This design comes from an exercise in tuning for small area, a short achievable clock period and few clock cycles on the open sky130 flow, not from production work.
RTL that was checked went through simulation tests only; none was proved equivalent to the original.
The RTL of run 1 was laid out without a check of its function.

==> flow/design.v, too long to show whole: its modules and the start of the top module <==
// module crc_channel: 3815 lines
// module crc_x2: 7 lines
module crc_channel (
    input  wire        clk,
    input  wire        rst,             
    input  wire        cmd_go,
    input  wire [2:0]  cmd_set,
    input  wire        cmd_expect_en,
    input  wire [31:0] cmd_len,
    input  wire [63:0] cmd_exp,
    input  wire        cmd_terminate,
    input  wire        in_valid,
    output wire        in_ready,
    input  wire [63:0] in_data,
    output reg         done,
    output wire [1:0]  state,
    output reg  [7:0]  code,
    output reg         match,
    output reg  [63:0] result
);
  // ...
==> flow/flow/run.sh <==
#!/bin/bash
# The standard layout (standard.sh: standard synthesis, floorplan, placement,
# CTS, routing, finish), with one change: the buffers that buffer_ports puts on
# every input and output port are sky130_fd_sc_hd__buf_2 cells instead of the
# cell buffer_ports picks by itself (clkdlybuf4s50_1, a delay cell).
# make's full output goes to flow_make.log here; each ORFS step also writes its
# own log under orfs/logs/.
set -euo pipefail
bash standard.sh 'BUFFER_PORTS_ARGS=-buffer_cell sky130_fd_sc_hd__buf_2' finish > flow_make.log 2>&1
==> flow/standard.sh <==
#!/bin/bash
# synth_recipe.tcl (not shown) runs the flow's synth.tcl, then flattens the netlist and writes it again
# the make line also repeats each setting of config.mk as NAME=value (left out here)
make -C /OpenROAD-flow-scripts/flow DESIGN_CONFIG=/design/flow/config.mk WORK_HOME=/design/flow/orfs CLKGATE_MAP_FILE= SYNTH_SCRIPT=/design/flow/synth_recipe.tcl "${@:-finish}"
==> flow/config.mk <==
export PLATFORM = sky130hd
export DESIGN_NAME = crc_channel
export DESIGN_NICKNAME = crc_channel
export VERILOG_FILES = /design/flow/design.v
export SDC_FILE = /design/flow/constraint.sdc
export NUM_CORES = 4
export LEC_CHECK = 0
export CAP_MARGIN = 20
export CORE_MARGIN = 2
export CORE_UTILIZATION = 40
export SLEW_MARGIN = 20
export SYNTH_HIERARCHICAL = 1
==> flow/constraint.sdc <==
create_clock -name core_clock -period 20.0 [get_ports {clk}]
set_input_delay 4.0000 -clock core_clock [delete_from_list [all_inputs] [get_ports {clk}]]
set_output_delay 4.0000 -clock core_clock [all_outputs]
set_load 0.01 [all_outputs]
==> key figures, run 1 <==
Die
  • Horiz. Die Dim: 307 um
  • Initial core utilization: 0.403

Clocking
  • Root buf cell: clkbuf_16
  • Post-CTS setup buffer count: 0

Worst setup path
  • WP data arrival: 6.76 ns
  • FF-to-FF End: crc_q[25]
  • CP cell instances: buf_4 > inv_2 > a21oi_1 > xor2_1 > buf_4 > xor2_1 > buf_4 > xor2_1 > xor2_1 > xor2_1 > xor2_1 > xor2_1 > a222oi_1 > inv_1
  • CP Capture Point: crc_q[25]
  • Reg2reg start: first_q
  • R2R depth: 14

Timing
  • Worst Max-Slew Pin Slew: 1.32 ns
  • Final min period: 6.40 ns
  • Worst relative slew slack: 0.120

Finish
  • Buffering overhead: 0.0680
  • Seq area share: 0.254
  • Top cell category: multi-input gates
  • Multi-input logic portion of the cell area: 0.601

Outcome
  • Status: complete, no violations

Synthesis
  • Post-Synth Adder-Cell Area: 0.00442
  • Post-synthesis compound-gate area fraction: 0.0713
  • Post-Synthesis Cells: 3946

Routing
  • Post-DRT Antenna Nets: 0
  • Met1 wire length: 82300 um
  • DR vias/cell: 5.91

Placement
  • GP Congestion: 1.13
  • IO Port Bufs: 240
  • Placed Cells: 5425

Global routing
  • Top Usage Layer GRT: met2
  • Pin count of the biggest net entering global routing: 161

Worst hold path
  • Hold Path Depth: 2

Job
  • Maxcap violations: 0
==> inputs of run 2 (changes only) <==
--- a/flow/design.v
+++ b/flow/design.v
@@ -18,101 +18,37 @@
 );
     localparam [7:0] DONE_OK          = 8'h00;
     localparam [7:0] REJECTED_INVALID = 8'h10;
     localparam [7:0] ABORTED_FAULT    = 8'h21;
     localparam [7:0] FAILED_CHECK     = 8'h32;
     reg        run_q;       
     reg        rdy_q;       
     reg        valid_q;     
-    reg        first_q;     
     reg        pend_q;      
     reg [4:0]  sel_q;       
     reg [2:0]  k_q;         
     reg [7:0]  mask_q;      
     reg        exp_en_q;
     reg [63:0] xexp_q;      
     reg [31:3] rem_q;       
     reg [63:0] rot_q;       
     reg [63:0] prev_q;      
     reg [63:0] crc_q;       
-    function [63:0] ist0(input [2:0] k);
-        case (k)
-            3'd0: ist0 = 64'h00000000FFFFFFFF;
-            3'd1: ist0 = 64'h0000000046865AA9;
-            3'd2: ist0 = 64'h00000000AF4C9D16;
-            3'd3: ist0 = 64'h00000000F47BF9CC;
-            3'd4: ist0 = 64'h000000009226F562;
-            3'd5: ist0 = 64'h00000000A32E2681;
-            3'd6: ist0 = 64'h000000009A1C9D90;
-            3'd7: ist0 = 64'h00000000F0958FD9;
-        endcase
-    endfunction
-    function [63:0] ist1(input [2:0] k);
-        case (k)
-            3'd0: ist1 = 64'h00000000FFFFFFFF;
-            3'd1: ist1 = 64'h00000000F145FF88;
-            3'd2: ist1 = 64'h0000000008DE2648;
-            3'd3: ist1 = 64'h00000000CBAA9B55;
-            3'd4: ist1 = 64'h00000000641F6454;
-            3'd5: ist1 = 64'h0000000096DB52A8;
-            3'd6: ist1 = 64'h000000002804363B;
-            3'd7: ist1 = 64'h00000000A942E6BC;
-        endcase
-    endfunction
-    function [63:0] ist2(input [2:0] k);
-        case (k)
-            3'd0: ist2 = 64'h000000000000FFFF;
-            3'd1: ist2 = 64'h000000000000B18D;
-            3'd2: ist2 = 64'h00000000000025F1;
-            3'd3: ist2 = 64'h0000000000003EDA;
-            3'd4: ist2 = 64'h0000000000003754;
-            3'd5: ist2 = 64'h000000000000712D;
-            3'd6: ist2 = 64'h000000000000CF84;
-            3'd7: ist2 = 64'h0000000000000C1E;
-        endcase
-    endfunction
-    function [63:0] ist3(input [2:0] k);
-        case (k)
-            3'd0: ist3 = 64'h00000000000000FF;
-            3'd1: ist3 = 64'h000000000000000F;
-            3'd2: ist3 = 64'h000000000000009A;
-            3'd3: ist3 = 64'h0000000000000044;
-            3'd4: ist3 = 64'h000000000000005A;
-            3'd5: ist3 = 64'h0000000000000041;
-            3'd6: ist3 = 64'h00000000000000C9;
-            3'd7: ist3 = 64'h000000000000007D;
-        endcase
-    endfunction
-    function [63:0] ist4(input [2:0] k);
-        case (k)
-            3'd0: ist4 = 64'h0000000000000000;
-            3'd1: ist4 = 64'h0000000000000000;
-            3'd2: ist4 = 64'h0000000000000000;
-            3'd3: ist4 = 64'h0000000000000000;
-            3'd4: ist4 = 64'h0000000000000000;
-            3'd5: ist4 = 64'h0000000000000000;
-            3'd6: ist4 = 64'h0000000000000000;
-            3'd7: ist4 = 64'h0000000000000000;
-        endcase
-    endfunction
     wire [2:0]   kin    = run_q ? k_q : cmd_len[2:0];
     wire [127:0] dd     = {in_data, in_data};
     wire [63:0]  rot_in = dd >> {kin, 3'b000};
     wire [63:0]  window;
     genvar gj;
     generate
         for (gj = 0; gj < 8; gj = gj + 1) begin : g_win
             assign window[8*gj +: 8] = mask_q[gj] ? rot_q[8*gj +: 8] : prev_q[8*gj +: 8];
         end
     endgenerate
-    wire [63:0]  init_st = ({64{sel_q[0]}} & ist0(k_q)) | ({64{sel_q[1]}} & ist1(k_q)) |
-                           ({64{sel_q[2]}} & ist2(k_q)) | ({64{sel_q[3]}} & ist3(k_q)) |
-                           ({64{sel_q[4]}} & ist4(k_q));
-    wire [63:0]  x = window ^ (first_q ? init_st : crc_q);
+    wire [63:0]  x = window ^ crc_q;
     wire c0;
     crc_x2 u_c0 (.a(x[12]), .b(x[13]), .y(c0));
     wire c1;
     crc_x2 u_c1 (.a(x[18]), .b(x[36]), .y(c1));
     wire c2;
     crc_x2 u_c2 (.a(x[14]), .b(x[42]), .y(c2));
     wire c3;
     crc_x2 u_c3 (.a(x[11]), .b(x[32]), .y(c3));
@@ -3736,16 +3672,57 @@
     wire       last    = (rem_q[31:4] == 28'd0) && !(rem_q[3] && knz);
     wire       gt16    = (rem_q[31:5] != 27'd0) || (rem_q[4] && (rem_q[3] || knz));
     wire [4:0] sel_in  = (cmd_set == 3'd0) ? 5'b00001 :
                          (cmd_set == 3'd1) ? 5'b00010 :
                          (cmd_set == 3'd2) ? 5'b00100 :
                          (cmd_set == 3'd3) ? 5'b01000 : 5'b10000;
     wire [63:0] xo_in  = {32'h0, {24{sel_in[0] | sel_in[1]}}, {8{sel_in[0] | sel_in[1] | sel_in[3]}}};
     wire [2:0]  p_in   = 3'd0 - cmd_len[2:0];
+    wire [7:0]  k_in;
+    genvar gk;
+    generate
+        for (gk = 0; gk < 8; gk = gk + 1) begin : g_k
+            assign k_in[gk] = (cmd_len[2:0] == gk);
+        end
+    endgenerate
+    wire [63:0] ist0 = ({64{k_in[0]}} & 64'h00000000FFFFFFFF) |
+                      ({64{k_in[1]}} & 64'h0000000046865AA9) |
+                      ({64{k_in[2]}} & 64'h00000000AF4C9D16) |
+                      ({64{k_in[3]}} & 64'h00000000F47BF9CC) |
+                      ({64{k_in[4]}} & 64'h000000009226F562) |
+                      ({64{k_in[5]}} & 64'h00000000A32E2681) |
+                      ({64{k_in[6]}} & 64'h000000009A1C9D90) |
+                      ({64{k_in[7]}} & 64'h00000000F0958FD9);
+    wire [63:0] ist1 = ({64{k_in[0]}} & 64'h00000000FFFFFFFF) |
+                      ({64{k_in[1]}} & 64'h00000000F145FF88) |
+                      ({64{k_in[2]}} & 64'h0000000008DE2648) |
+                      ({64{k_in[3]}} & 64'h00000000CBAA9B55) |
+                      ({64{k_in[4]}} & 64'h00000000641F6454) |
+                      ({64{k_in[5]}} & 64'h0000000096DB52A8) |
+                      ({64{k_in[6]}} & 64'h000000002804363B) |
+                      ({64{k_in[7]}} & 64'h00000000A942E6BC);
+    wire [63:0] ist2 = ({64{k_in[0]}} & 64'h000000000000FFFF) |
+                      ({64{k_in[1]}} & 64'h000000000000B18D) |
+                      ({64{k_in[2]}} & 64'h00000000000025F1) |
+                      ({64{k_in[3]}} & 64'h0000000000003EDA) |
+                      ({64{k_in[4]}} & 64'h0000000000003754) |
+                      ({64{k_in[5]}} & 64'h000000000000712D) |
+                      ({64{k_in[6]}} & 64'h000000000000CF84) |
+                      ({64{k_in[7]}} & 64'h0000000000000C1E);
+    wire [63:0] ist3 = ({64{k_in[0]}} & 64'h00000000000000FF) |
+                      ({64{k_in[1]}} & 64'h000000000000000F) |
+                      ({64{k_in[2]}} & 64'h000000000000009A) |
+                      ({64{k_in[3]}} & 64'h0000000000000044) |
+                      ({64{k_in[4]}} & 64'h000000000000005A) |
+                      ({64{k_in[5]}} & 64'h0000000000000041) |
+                      ({64{k_in[6]}} & 64'h00000000000000C9) |
+                      ({64{k_in[7]}} & 64'h000000000000007D);
+    wire [63:0] ist4 = 64'h0;
+    wire [63:0] init_in = ({64{sel_in[0]}} & ist0) | ({64{sel_in[1]}} & ist1) | ({64{sel_in[2]}} & ist2) | ({64{sel_in[3]}} & ist3) | ({64{sel_in[4]}} & ist4);
     integer i;
     assign in_ready = rdy_q;
     assign state    = {1'b0, run_q};
     always @(posedge clk) begin
         rot_q   <= rot_in;
         valid_q <= take;
         if (idle) begin
             sel_q    <= sel_in;
@@ -3753,20 +3730,21 @@
             for (i = 0; i < 8; i = i + 1)
                 mask_q[i] <= (i >= p_in);
             exp_en_q <= cmd_expect_en;
             xexp_q   <= cmd_exp ^ xo_in;
             rem_q    <= cmd_len[31:3];
         end else if (proc) begin
             rem_q    <= rem_q - 29'd1;
         end
-        if (proc)
+        if (idle)
+            crc_q <= init_in;
+        else if (proc)
             crc_q <= st_new;
         prev_q  <= proc ? rot_q : (run_q ? prev_q : 64'h0);
-        first_q <= idle ? 1'b1 : (proc ? 1'b0 : first_q);
     end
     always @(posedge clk) begin
         if (rst) begin
             run_q  <= 1'b0;
             rdy_q  <= 1'b1;
             pend_q <= 1'b0;
             done   <= 1'b0;
             code   <= 8'h00;
==> flow/run.sh (new file) <==
#!/bin/bash
# synth_recipe.tcl (not shown) runs the flow's synth.tcl, then flattens the netlist and writes it again
# the make line also repeats each setting of config.mk as NAME=value (left out here)
make -C /OpenROAD-flow-scripts/flow DESIGN_CONFIG=/design/flow/config.mk WORK_HOME=/design/flow/orfs CLKGATE_MAP_FILE= SYNTH_SCRIPT=/design/flow/synth_recipe.tcl finish
removed: flow/flow/run.sh
removed: flow/standard.sh
==> key figures, run 2 <==
Worst setup path
  • Slowest-stage cell, CP: clkdlybuf4s50_1
  • Max Fanout on Critical Path: 19
  • Crit start category: input pin
  • Crit end category: flip-flop
  • WP data arrival: 7.10 ns (+0.34 ns)
  • Buf/Inv on CP: 2
  • WP data required: 20.29 ns
  • CP top delay family: buffers and inverters
  • Crit path kind: in2reg
  • Crit-path max cell delay: 0.93 ns
  • CP cell instances: clkdlybuf4s50_1 > inv_1 > ha_1 > ha_1 > nand2b_1 > nand2b_1 > mux2_2 > o21ai_0 > a31oi_1

Global routing
  • GRT overflow: 0
  • First-pass GRT wire length: 268000 um
  • Vias in the first global route: 30300
  • Initial antenna violation count: 7
  • Total GRT Usage: 0.439
  • Pin count of the biggest net entering global routing: 147 (-8.7%)

Placement
  • HPWL Detailed: 156000 um
  • IO Port Bufs: 240 (unchanged)
  • GP Congestion: 1.16 (+3.0%)

Synthesis
  • Fraction of registers with async set/reset: 0
  • Top post-synthesis cells by area: xor2_1, edfxtp_1, dfxtp_1, mux2i_1, nand2_1
  • Register bit total from synthesis: 367
  • Post-Synthesis Cells: 3808 (-3.5%)
  • Avg Inst Size Synth: 9.25 sq um
  • Main synth FF type: edfxtp_1
  • Top-count cell post-synth: xor2_1
  • Post-synth top area share: 0.441
  • Unique masters post-synth: 69
  • Synth cell count leaders: xor2_1, nand2_1, edfxtp_1
  • Yosys top cell by area: xor2_1
  • YS warnings: 7
  • Post-synth EDFFs: 226
  • Cell area after synthesis: 35200 sq um
  • Register area share after synthesis: 0.273

Finish
  • Area Growth Syn to Fin: 19.9%
  • Fraction of layout cells with a size suffix above 1: 0.0982
  • Register area: 9610 sq um
  • Most common cell after layout, fill and taps aside: xor2_1
  • Final core utilization: 0.485
  • # fillers: 8394
  • Most frequent cells in the layout: xor2_1, nand2_1, buf_4
  • Area taken by multi-input logic gates: 25400 sq um
  • Fin nets: 4337

Die
  • Horiz. Die Dim: 301 um (-2.1%)
  • Initial core utilization: 0.405 (+0.00209)
  • # IOs: 246
  • DIE HEIGHT: 301 um
  • Core area: 87000 sq um
  • Die area: 90400 sq um
  • Row count: 108

Clocking
  • CTS tree: built
  • CTS buffer count: 43
  • Post-CTS setup buffer count: 0 (unchanged)
  • Root buf cell: clkbuf_16
  • Clock Latency Late Sink: 0.59 ns
  • Sink Count: 367
  • H-tree levels: 2
  • Hold-fix buffers, CTS: 0
  • Clock Path Buffers: 3
  • Resized Gates After CTS: 0
  • Clock slew at reported path FFs: 0.06 ns

Timing
  • Final hold vios: 0
  • Clk_skew: 0.0245 ns
  • Period Utilization, post-route: 0.341
  • Worst relative slew slack: 0.0579 (-0.0619)
  • Final min period: 6.82 ns (+0.420 ns)
  • Worst Max-Slew Pin Slew: 1.41 ns (+0.0940 ns)
  • Hold slack: 0.453 ns
  • RSZ-0062 raised after global routing: no
  • Final setup TNS: 0 ns
  • Slew Limit Fails: 0
  • Setup violators final: 0
  • Max Clk Rate: 147 MHz

Routing
  • Final WL: 204000 um
  • Met3 Routed Length: 26300 um
  • Iteration-0 DRC Markers: 4675
  • WL/cell: 38.1 um
  • WL met2: 81000 um
  • TritonRoute pass-1 iters: 6
  • DR vias/cell: 5.96 (+1.0%)
  • Top routing layer used: met5
  • Met1 wire length: 80000 um (-2.8%)
  • Via count: 31900
  • Post-DRT Antenna Nets: 0 (unchanged)
  • DRC viols: 0

Worst hold path
  • Worst Hold Class: reg2reg

Job
  • Maxcap violations: 0 (unchanged)

Outcome
  • Status: complete, no violations
-- run 2: per-layer routing --
layer  global-route usage  up-vias
li1                     -    13400
met1                0.565    15600
met2                0.611     2280
met3                0.165      592
met4                0.284        6
met5               0.0101        -
-- run 2: Yosys stat by module, one instance, submodules excluded --
| module | cell area (sq um) | times used |
|---|---|---|
| crc_channel | 20000 | 1 |
| crc_x2 | 8.76 | 1742 |
-- run 2: kinds of logic after synthesis --
kind of cell / after synthesis / share of synthesized area
xor gates and xnor gates: 1902 / 0.473
and+or+nand+nor: 743 / 0.0970
AOI/OAI and AO/OA: 388 / 0.0735
DFF: 367 / 0.273
buffers and inverters: 205 / 0.0255
muxes: 193 / 0.0549
adders and majority gates: 9 / 0.00320
other: 1 / 0.000106
-- run 2: final timing paths --
kind | from | endpoint | slack (ns) | cells after the start
min | result[53] | result[53] | 0.45 | 2
max reg2reg | mask_q[5] | crc_q[13] | 13.82 | 11
max | cmd_len[1] | crc_q[7] | 13.18 | 9
min reg2reg | result[53] | result[53] | 0.45 | 2
-- run 2: layout make-up --
cell class	instances	area share
diodes	2	0.000119
multi-input cells	3240	0.601
clock buffers	66	0.0306
flip-flops and latches	367	0.228
well taps	1155	0.0342
clock inverters	14	0.00356
inverters	21	0.00196
repair buffers	486	0.101
-- run 2: worst min-delay path: stages, from the launching register on --
cell and delay [ns]:
dfxtp_1 0.31, nand2_1 0.05, a21oi_1 0.05
-- run 2: per-stage QoR --
| stage | setup WS (ns) | instances | instance area, sq um |
|---|---|---|---|
| after global routing | 12.97 | 5349 | 42200 |
| after CTS | 13.32 | 5347 | 42200 |
| final | 13.18 | 5351 | 42200 |
| after floorplan | 13.90 | 3812 | 35200 |
| after global placement | 12.76 | 5265 | 40700 |
| after detailed placement | 12.69 | 5267 | 40700 |
Testbench counts of run 2, summed over its fixed seeds: cycles 18,581.
==> inputs of run 3 (changes only) <==
==> flow/flow/run.sh (new file) <==
#!/bin/bash
# The standard layout (standard.sh: standard synthesis, floorplan, placement,
# CTS, routing, finish), with one change: the buffers that buffer_ports puts on
# every input and output port are sky130_fd_sc_hd__buf_2 cells instead of the
# cell buffer_ports picks by itself (clkdlybuf4s50_1, a delay cell).
# make's full output goes to flow_make.log here; each ORFS step also writes its
# own log under orfs/logs/.
set -euo pipefail
bash standard.sh 'BUFFER_PORTS_ARGS=-buffer_cell sky130_fd_sc_hd__buf_2' finish > flow_make.log 2>&1
==> flow/standard.sh (new file) <==
#!/bin/bash
# synth_recipe.tcl (not shown) runs the flow's synth.tcl, then flattens the netlist and writes it again
# the make line also repeats each setting of config.mk as NAME=value (left out here)
make -C /OpenROAD-flow-scripts/flow DESIGN_CONFIG=/design/flow/config.mk WORK_HOME=/design/flow/orfs CLKGATE_MAP_FILE= SYNTH_SCRIPT=/design/flow/synth_recipe.tcl "${@:-finish}"
--- a/flow/config.mk
+++ b/flow/config.mk
@@ -9,3 +9,4 @@
 export CORE_MARGIN = 2
-export CORE_UTILIZATION = 40
+export CORE_UTILIZATION = 50
+export PLACE_DENSITY = 0.7
 export SLEW_MARGIN = 20
removed: flow/run.sh
==> key figures, run 3 <==
Outcome
  • Status: complete, no violations

Finish
  • Register area: 9610 sq um (about the same)
  • Area taken by multi-input logic gates: 25400 sq um (about the same)
  • Most frequent cells in the layout: xor2_1, nand2_1, buf_2
  • Area Growth Syn to Fin: 14.9%
  • Most common cell after layout, fill and taps aside: xor2_1
  • Fraction of layout cells with a size suffix above 1: 0.150 (+0.0522)
  • Fin nets: 4310 (-0.62%)
  • # fillers: 5911 (-30%)

Synthesis
  • Top post-synthesis cells by area: xor2_1, edfxtp_1, dfxtp_1, mux2i_1, nand2_1
  • Cell area after synthesis: 35200 sq um (unchanged)
  • Main synth FF type: edfxtp_1
  • Post-Synthesis Cells: 3808 (unchanged)
  • Post-synth EDFFs: 226 (unchanged)
  • Avg Inst Size Synth: 9.25 sq um (unchanged)
  • Yosys top cell by area: xor2_1
  • Post-synth top area share: 0.441 (unchanged)
  • YS warnings: 7 (unchanged)
  • Fraction of registers with async set/reset: 0 (unchanged)
  • Synth cell count leaders: xor2_1, nand2_1, edfxtp_1
  • Top-count cell post-synth: xor2_1
  • Register area share after synthesis: 0.273 (unchanged)
  • Register bit total from synthesis: 367 (unchanged)
  • Unique masters post-synth: 69 (unchanged)

Timing
  • Final hold vios: 0 (unchanged)
  • Final min period: 6.30 ns (-0.515 ns)
  • Slew Limit Fails: 0 (unchanged)
  • Setup violators final: 0 (unchanged)
  • Period Utilization, post-route: 0.315 (-0.0258)
  • Worst relative slew slack: 0.0721 (+0.0141)
  • Max Clk Rate: 159 MHz (+8.2%)
  • Final setup TNS: 0 ns (unchanged)
  • Clk_skew: 0.0344 ns (+0.00988 ns)
  • RSZ-0062 raised after global routing: no
  • Worst Max-Slew Pin Slew: 1.39 ns (-0.0212 ns)
  • Hold slack: 0.449 ns (-0.00400 ns)

Routing
  • Via count: 33800 (+6.0%)
  • WL/cell: 40.0 um (+5.0%)
  • Post-DRT Antenna Nets: 0 (unchanged)
  • TritonRoute pass-1 iters: 10 (+4)
  • DRC viols: 0 (unchanged)
  • Final WL: 204000 um (+0.27%)
  • DR vias/cell: 6.63 (+11%)
  • Iteration-0 DRC Markers: 6417 (+37%)

Worst setup path
  • Max Fanout on Critical Path: 10 (-9)
  • Worst Setup SP: mask_q[4]
  • CP cell instances: mux2i_1 > xnor2_1 > buf_4 > xor2_2 > buf_4 > xor2_1 > xor2_2 > buf_4 > xor2_1 > xor2_1 > xor2_1 > a222oi_1 > a31oi_1
  • Slowest-stage cell, CP: xor2_1
  • Crit-path max cell delay: 0.96 ns (+0.03 ns)
  • WP data required: 20.26 ns (-0.03 ns)
  • CP dominant cell by count: xor2_1
  • CP top delay family: XOR/XNOR gates
  • Reg2reg start: mask_q[4]
  • Crit path kind: reg2reg
  • WP data arrival: 6.56 ns (-0.54 ns)
  • Crit end category: flip-flop
  • Crit start category: flip-flop
  • Buf/Inv on CP: 3 (+1)

Clocking
  • CTS tree: built
  • Clock slew at reported path FFs: 0.07 ns (about the same)
  • Sink Count: 367 (unchanged)
  • CTS buffer count: 37 (-14%)
  • H-tree levels: 2 (unchanged)
  • Hold-fix buffers, CTS: 0 (unchanged)
  • Post-CTS setup buffer count: 0 (unchanged)
  • Resized Gates After CTS: 0 (unchanged)
  • Clock Path Buffers: 3 (unchanged)
  • Clock Latency Late Sink: 0.58 ns (about the same)
  • Root buf cell: clkbuf_16

Die
  • DIE HEIGHT: 269 um (-10%)
  • Core area: 69900 sq um (-20%)
  • # IOs: 246 (unchanged)
  • Initial core utilization: 0.504 (+0.0991)
  • Row count: 97 (-10%)
  • Horiz. Die Dim: 269 um (-10%)
  • Die area: 72600 sq um (-20%)

Global routing
  • Vias in the first global route: 31800 (+4.9%)
  • Pin count of the biggest net entering global routing: 148 (+0.68%)
  • First-pass GRT wire length: 269000 um (+0.40%)
  • Total GRT Usage: 0.542 (+0.103)
  • Initial antenna violation count: 6 (-1)
  • GRT overflow: 0 (unchanged)

Placement
  • GP Congestion: 1.18 (+1.7%)
  • IO Port Bufs: 240 (unchanged)
  • HPWL Detailed: 152000 um (-2.7%)

Worst hold path
  • Worst Hold Class: reg2reg
  • Hold Path Origin: result[62]

Job
  • Maxcap violations: 0 (unchanged)
-- run 3: cell counts after synthesis --
No cell type changed its count.
-- run 3: final cells by class --
type | instances | share of cell area
clock inverter | 21 | 0.00495
antenna | 7 | 0.000433
timing repair buffer | 465 | 0.0717
tap | 940 | 0.0291
inverter | 21 | 0.00201
sequential | 367 | 0.238
multi-input combinational | 3240 | 0.627
clock buffer | 47 | 0.0275
-- run 3: tightest hold or removal path, delay by kind of cell, from the launching register on --
family           cells  cell delay, ns
AO/OA/AOI/OAI        1            0.05
flip-flops           1            0.31
AND/OR/NAND/NOR      1            0.05
-- run 3: worst paths after layout --
| kind | end | slack (ns) | cells after the start |
|---|---|---|---|
| worst max register to register | crc_q[13] | 13.70 | 13 |
| worst min-delay path | result[62] | 0.45 | 2 |
| worst max-delay path | crc_q[13] | 13.70 | 13 |
| worst min register to register | result[62] | 0.45 | 2 |
-- run 3: per-stage QoR --
stage	cell area, sq um	utilization	std cells	setup WS [ns]
floorplan	35200	-	3812	13.90
global placement	39100	0.559	5030	13.43
detailed placement	39100	0.559	5030	13.40
CTS	40400	0.578	5098	13.97
global route	40400	0.579	5102	13.68
finish	40500	0.579	5108	13.70
-- run 3: logic make-up (layout without fill, tap and decap cells) --
kind of cell,Yosys count,count (layout),share of synthesized area
compound gates,388,388,0.0735
mux,193,193,0.0549
simple gates,743,743,0.0970
xor+xnor,1902,1902,0.473
buf+inv,205,554,0.0255
other cells,1,12,0.000106
fa+ha+maj,9,9,0.00320
flops,367,367,0.273
-- run 3: Yosys stat by module, one instance, submodules excluded --
module       copies in the design  flip-flops and latches  cells
crc_channel                     1                     367   2066
crc_x2                       1742                       0      1
-- run 3: layer usage --
| layer | part of all wire | track usage | up-vias |
|---|---|---|---|
| met5 | 0.00025 | 0 | - |
| met4 | 0.10 | 0.413 | 6 |
| met3 | 0.16 | 0.255 | 1034 |
| met2 | 0.38 | 0.729 | 3459 |
| met1 | 0.36 | 0.665 | 16000 |
| li1 | - | - | 13300 |
==> inputs of run 4 (changes only) <==
--- a/flow/config.mk
+++ b/flow/config.mk
@@ -11,3 +11,3 @@
 export PLACE_DENSITY = 0.7
-export SLEW_MARGIN = 20
+export SLEW_MARGIN = 50
 export SYNTH_HIERARCHICAL = 1
==> key figures, run 4 <==
Outcome
  • Status: complete, no violations

Synthesis
  • YS warnings: 7 (unchanged)
  • Fraction of registers with async set/reset: 0 (unchanged)
  • Main synth FF type: edfxtp_1
  • Unique masters post-synth: 69 (unchanged)
  • Cell area after synthesis: 35200 sq um (unchanged)
  • Top post-synthesis cells by area: xor2_1, edfxtp_1, dfxtp_1, mux2i_1, nand2_1
  • Post-Synthesis Cells: 3808 (unchanged)
  • Register bit total from synthesis: 367 (unchanged)
  • Avg Inst Size Synth: 9.25 sq um (unchanged)
  • Post-synth top area share: 0.441 (unchanged)
  • Register area share after synthesis: 0.273 (unchanged)
  • Yosys top cell by area: xor2_1
  • Top-count cell post-synth: xor2_1
  • Synth cell count leaders: xor2_1, nand2_1, edfxtp_1
  • Post-synth EDFFs: 226 (unchanged)

Routing
  • DRC viols: 0 (unchanged)
  • TritonRoute pass-1 iters: 12 (+2)
  • Post-DRT Antenna Nets: 0 (unchanged)
  • WL/cell: 40.2 um (+0.51%)
  • DR vias/cell: 6.67 (+0.63%)
  • Iteration-0 DRC Markers: 6535 (+1.8%)
  • Via count: 34200 (+0.98%)
  • Final WL: 206000 um (+0.87%)

Die
  • Row count: 97 (unchanged)
  • Core area: 69900 sq um (unchanged)
  • Initial core utilization: 0.504 (unchanged)
  • Die area: 72600 sq um (unchanged)
  • # IOs: 246 (unchanged)
  • Horiz. Die Dim: 269 um (unchanged)
  • DIE HEIGHT: 269 um (unchanged)

Clocking
  • CTS buffer count: 37 (unchanged)
  • Clock Latency Late Sink: 0.60 ns (+0.02 ns)
  • Clock slew at reported path FFs: 0.07 ns (about the same)
  • CTS tree: built
  • Sink Count: 367 (unchanged)
  • H-tree levels: 2 (unchanged)
  • Resized Gates After CTS: 0 (unchanged)
  • Clock Path Buffers: 3 (unchanged)
  • Post-CTS setup buffer count: 0 (unchanged)
  • Root buf cell: clkbuf_16
  • Hold-fix buffers, CTS: 0 (unchanged)

Global routing
  • Total GRT Usage: 0.546 (+0.00370)
  • Initial antenna violation count: 14 (+8)
  • First-pass GRT wire length: 271000 um (+0.75%)
  • Pin count of the biggest net entering global routing: 148 (unchanged)
  • Vias in the first global route: 32100 (+0.89%)
  • GRT overflow: 0 (unchanged)

Finish
  • Fin nets: 4329 (+0.44%)
  • Final core utilization: 0.594 (+0.0149)
  • Fraction of layout cells with a size suffix above 1: 0.174 (+0.0240)
  • Most frequent cells in the layout: xor2_1, nand2_1, buf_2
  • Area Growth Syn to Fin: 17.9%
  • Most common cell after layout, fill and taps aside: xor2_1
  • # fillers: 5847 (-1.1%)

Timing
  • Slew Limit Fails: 0 (unchanged)
  • Final min period: 6.16 ns (-0.138 ns)
  • Setup violators final: 0 (unchanged)
  • Period Utilization, post-route: 0.308 (-0.00692)
  • Worst Max-Slew Pin Slew: 0.865 ns (-0.527 ns)
  • Worst relative slew slack: 0.423 (+0.351)
  • Max Clk Rate: 162 MHz (+2.2%)
  • Final hold vios: 0 (unchanged)
  • Final setup TNS: 0 ns (unchanged)
  • RSZ-0062 raised after global routing: no
  • Clk_skew: 0.0488 ns (+0.0144 ns)

Worst setup path
  • WP data arrival: 6.44 ns (-0.12 ns)
  • Slowest-stage cell, CP: edfxtp_1
  • Crit start category: flip-flop
  • Max Fanout on Critical Path: 11 (+1)
  • Crit path kind: reg2reg
  • WP data required: 20.27 ns (about the same)
  • Crit-path max cell delay: 0.83 ns (-0.13 ns)
  • CP top delay family: XOR/XNOR gates
  • Buf/Inv on CP: 4 (+1)
  • CP cell instances: mux2i_1 > xnor2_2 > buf_4 > xor2_2 > buf_4 > xor2_2 > buf_4 > xor2_1 > buf_4 > xor2_1 > xor2_2 > xor2_1 > a222oi_1 > o21ai_0
  • Crit end category: flip-flop
  • R2R depth: 14 (+1)
  • Worst Setup SP: mask_q[0]
  • CP dominant cell by count: buf_4
  • Reg-to-reg slack, setup: 13.84 ns (+0.14 ns)
  • Reg2reg start: mask_q[0]
  • FF-to-FF End: crc_q[16]

Worst hold path
  • Hold Path Origin: result[61]
  • Hold Path Depth: 2 (unchanged)
  • Endpoint, Worst Hold: result[61]
  • Worst Hold Class: reg2reg

Placement
  • HPWL Detailed: 152000 um (about the same)
  • IO Port Bufs: 240 (unchanged)
  • GP Congestion: 1.18 (unchanged)

Job
  • Maxcap violations: 0 (unchanged)
run 4: cell type report:
type	instances	area, sq um	share of cell area
antenna	6	15.0	0.000362
clock buffer	53	1100	0.0265
clock inverter	15	185	0.00446
inverter	21	83.8	0.00202
multi-input combinational	3240	26200	0.631
sequential	367	9610	0.232
tap	940	1180	0.0283
timing repair buffer	484	3140	0.0756
run 4: how the worst max path moves through the flow:
stage / to / slack [ns] / depth (start not counted)
CTS: crc_q[12] / 14.13 / 10
global route: crc_q[2] / 13.77 / 9
floorplan: crc_q[7] / 13.90 / 10
finish: crc_q[16] / 13.84 / 14
global placement: crc_q[7] / 13.43 / 8
detailed placement: crc_q[7] / 13.56 / 9
run 4: through the flow:
stage / hold slack, ns / instance area (sq um) / instances / worst slack [ns]
2_1_floorplan: 0.476 / 35200 / 3812 / 13.90
3_3_place_gp: 0.437 / 39100 / 5030 / 13.43
3_5_place_dp: 0.440 / 39900 / 5045 / 13.56
4_1_cts: 0.448 / 41200 / 5113 / 14.13
5_1_grt: 0.468 / 41500 / 5122 / 13.77
6_report: 0.449 / 41500 / 5126 / 13.84
run 4: worst min-delay path: cells and delay by family, from the launching register on:
kind	cells	cell delay (ns)
DFF	1	0.31
and+or+nand+nor	1	0.05
AOI/OAI and AO/OA	1	0.05
run 4: modules after synthesis, one instance, submodules excluded:
module / cells / area, sq um
crc_x2: 1 / 8.76
crc_channel: 2066 / 20000
run 4: cell families (layout without fill, tap and decap cells):
group,Yosys count,after routing,share of synthesized area
AND/OR/NAND/NOR,743,743,0.0970
adder cells (fa/ha/maj),9,9,0.00320
buffers and inverters,205,573,0.0255
flip-flops,367,367,0.273
other,1,11,0.000106
multiplexers,193,193,0.0549
XOR/XNOR,1902,1902,0.473
AO/OA/AOI/OAI,388,388,0.0735
run 4: per-layer routing:
layer / vias to the layer above / routed length, um / global-route usage
met4: 14 / 21700 / 0.431
met5: - / 107 / 0
met2: 3520 / 77500 / 0.731
met3: 1144 / 35100 / 0.288
li1: 13300 / - / -
met1: 16200 / 71700 / 0.648
==> inputs of run 5 (changes only) <==
--- a/flow/config.mk
+++ b/flow/config.mk
@@ -9,5 +9,4 @@
 export CORE_MARGIN = 2
-export CORE_UTILIZATION = 50
-export PLACE_DENSITY = 0.7
-export SLEW_MARGIN = 50
+export CORE_UTILIZATION = 40
+export SLEW_MARGIN = 20
 export SYNTH_HIERARCHICAL = 1
==> key figures, run 5 <==
Outcome
  • Status: complete, no violations

Worst setup path
  • Reg2reg start: mask_q[4]
  • Crit start category: flip-flop
  • WP data required: 20.27 ns (about the same)
  • Crit path kind: reg2reg
  • Max Fanout on Critical Path: 10 (-1)
  • WP data arrival: 6.60 ns (+0.16 ns)
  • FF-to-FF End: crc_q[13]
  • R2R depth: 13 (-1)
  • Reg-to-reg slack, setup: 13.67 ns (-0.17 ns)
  • Crit end category: flip-flop

Finish
  • Most frequent cells in the layout: xor2_1, nand2_1, buf_4
  • # fillers: 8439 (+44%)
  • Fraction of layout cells with a size suffix above 1: 0.160 (-0.0142)
  • Fin nets: 4341 (+0.28%)
  • Final core utilization: 0.473 (-0.120)
  • Area taken by multi-input logic gates: 25500 sq um (-2.8%)
  • Area Growth Syn to Fin: 17.0%
  • Most common cell after layout, fill and taps aside: xor2_1
  • Register area: 9610 sq um (about the same)

Routing
  • DRC viols: 0 (unchanged)
  • Post-DRT Antenna Nets: 0 (unchanged)
  • TritonRoute pass-1 iters: 8 (-4)
  • Iteration-0 DRC Markers: 5125 (-22%)
  • Via count: 32300 (-5.5%)
  • Final WL: 212000 um (+2.9%)
  • DR vias/cell: 6.03 (-9.6%)
  • WL/cell: 39.6 um (-1.5%)

Clocking
  • Sink Count: 367 (unchanged)
  • Clock slew at reported path FFs: 0.06 ns (about the same)
  • H-tree levels: 2 (unchanged)
  • Clock Path Buffers: 3 (unchanged)
  • CTS tree: built
  • Hold-fix buffers, CTS: 0 (unchanged)
  • CTS buffer count: 41 (+11%)
  • Resized Gates After CTS: 0 (unchanged)
  • Root buf cell: clkbuf_16
  • Post-CTS setup buffer count: 0 (unchanged)
  • Clock Latency Late Sink: 0.59 ns (about the same)

Timing
  • Slew Limit Fails: 0 (unchanged)
  • Final hold vios: 0 (unchanged)
  • Worst Max-Slew Pin Slew: 1.27 ns (+0.402 ns)
  • Worst relative slew slack: 0.152 (-0.271)
  • Max Clk Rate: 158 MHz (-2.6%)
  • Final min period: 6.33 ns (+0.168 ns)
  • Period Utilization, post-route: 0.317 (+0.00838)
  • Setup violators final: 0 (unchanged)
  • Final setup TNS: 0 ns (unchanged)
  • Hold slack: 0.449 ns (-0.0000920 ns)
  • Clk_skew: 0.0344 ns (-0.0143 ns)
  • RSZ-0062 raised after global routing: no

Die
  • Horiz. Die Dim: 301 um (+12%)
  • DIE HEIGHT: 301 um (+12%)
  • Core area: 87000 sq um (+24%)
  • Row count: 108 (+11%)
  • Die area: 90400 sq um (+25%)
  • Initial core utilization: 0.405 (-0.0991)
  • # IOs: 246 (unchanged)

Global routing
  • First-pass GRT wire length: 275000 um (+1.5%)
  • GRT overflow: 0 (unchanged)
  • Pin count of the biggest net entering global routing: 151 (+2.0%)
  • Vias in the first global route: 30100 (-6.2%)
  • Initial antenna violation count: 10 (-4)
  • Total GRT Usage: 0.456 (-0.0896)

Worst hold path
  • Hold Path Depth: 2 (unchanged)
  • Hold Path Origin: result[37]
  • Worst Hold Class: reg2reg
  • Endpoint, Worst Hold: result[37]

Synthesis
  • Post-Synth Simple-Gate Area: 0.0970 (unchanged)
  • Top post-synthesis cells by area: xor2_1, edfxtp_1, dfxtp_1, mux2i_1, nand2_1
  • Register bit total from synthesis: 367 (unchanged)
  • Avg Inst Size Synth: 9.25 sq um (unchanged)
  • Yosys top cell by area: xor2_1
  • Cell area after synthesis: 35200 sq um (unchanged)
  • Unique masters post-synth: 69 (unchanged)
  • Fraction of registers with async set/reset: 0 (unchanged)
  • Post-Synthesis Cells: 3808 (unchanged)
  • Post-synth EDFFs: 226 (unchanged)
  • Post-Synth Adder-Cell Area: 0.00320 (unchanged)
  • Xor and xnor fraction of the mapped netlist area: 0.473 (unchanged)
  • Top-count cell post-synth: xor2_1
  • Multiplexer share of the synthesized area: 0.0549 (unchanged)
  • Main combinational cell family by area after synthesis: XOR/XNOR gates
  • Synth cell count leaders: xor2_1, nand2_1, edfxtp_1
  • Register area share after synthesis: 0.273 (unchanged)
  • YS warnings: 7 (unchanged)
  • Main synth FF type: edfxtp_1
  • Post-synth top area share: 0.441 (unchanged)
  • Post-synthesis compound-gate area fraction: 0.0735 (unchanged)

Placement
  • GP Congestion: 1.13 (-3.9%)
  • HPWL Detailed: 164000 um (+7.8%)
  • IO Port Bufs: 240 (unchanged)

Job
  • Maxcap violations: 0 (unchanged)
## run 5: cell types whose count changed in the layout (fill, tap and decap cells not counted), sizes merged
cell,delta
bufinv,+1
buf,+11
inv,-1
clkinv,+9
clkbuf,-4
diode,-2
## run 5: how the worst max path moves through the flow
stage | startpoint | to | slack, ns
global route | cmd_len[0] | crc_q[7] | 13.58
CTS | cmd_len[0] | crc_q[7] | 13.82
finish | mask_q[4] | crc_q[13] | 13.67
global placement | cmd_len[0] | crc_q[7] | 13.23
floorplan | cmd_len[0] | crc_q[7] | 13.90
detailed placement | cmd_len[0] | crc_q[7] | 13.22
## run 5: worst max-delay path: stages, from the launching register on
cell and delay [ns]:
edfxtp_1 0.72, mux2i_1 0.46, xnor2_4 0.15, buf_4 0.38, xor2_2 0.16, buf_4 0.32, xor2_1 0.97, xor2_1 0.20
buf_4 0.25, xor2_1 0.26, xor2_1 0.77, xor2_1 0.15, a222oi_1 1.00, a31oi_1 0.17
## run 5: modules after synthesis (local to each module, per instance)
module / cells / times used
crc_channel: 2066 / 1
crc_x2: 1 / 1742
## run 5: layout make-up
| cell class | instances | area share |
|---|---|---|
| well taps | 1155 | 0.0351 |
| repair buffers | 492 | 0.0753 |
| inverters | 21 | 0.00197 |
| flip-flops and latches | 367 | 0.233 |
| clock inverters | 24 | 0.00626 |
| diodes | 4 | 0.000243 |
| clock buffers | 52 | 0.0297 |
| multi-input cells | 3240 | 0.618 |
## run 5: kinds of logic after synthesis
kind of cell,after synthesis
fa+ha+maj,9
xor+xnor,1902
buf+inv,205
other cells,1
flops,367
mux,193
compound gates,388
simple gates,743
## run 5: routing by layer
layer,up-vias,share of wire,track usage
met5,-,0.00074,0
met2,2366,0.40,0.628
met1,15900,0.40,0.593
li1,13400,-,-
met4,8,0.079,0.304
met3,616,0.12,0.169
## run 5: metrics by stage
step / std cells / instance area [sq um] / setup WS (ns)
detailed placement: 5274 / 39700 / 13.22
floorplan: 3812 / 35200 / 13.90
CTS: 5350 / 41200 / 13.82
global route: 5351 / 41200 / 13.58
finish: 5355 / 41200 / 13.67
global placement: 5272 / 39700 / 13.23

## what the ideal ports hide
Ports are ideal in the flow. The routed layouts listed here were re-timed in OpenROAD. Step 1: set_driving_cell puts a clkbuf_16 on clk and a buf_2 on each other input, an assumption about the parent block. Step 2 also shifts input and output timing later by t, the mid clock arrival at the registers, as if the neighbouring blocks saw the same clock. Slacks: ideal / step 1 / step 2; pairs: ideal / step 1.
run | t, ns | slack for setup (ns) | latest minus earliest clock arrival (ns) | pins driven straight from the clock port
run 1 | 0.700 | 13.604 / 13.604 / 13.604 | 0.053 / 0.053 | 1
run 2 | 0.651 | 13.184 / 13.186 / 12.534 | 0.026 / 0.025 | 1
run 3 | 0.623 | 13.699 / 13.699 / 13.255 | 0.043 / 0.043 | 1
run 4 | 0.633 | 13.837 / 13.837 / 13.356 | 0.051 / 0.051 | 1
run 5 | 0.643 | 13.670 / 13.659 / 13.016 | 0.035 / 0.035 | 1
After both steps every run listed still meets setup and hold. For run 5, which loses most, drivers alone change the setup slack by -0.011 ns; drivers and shift together by -0.654 ns.
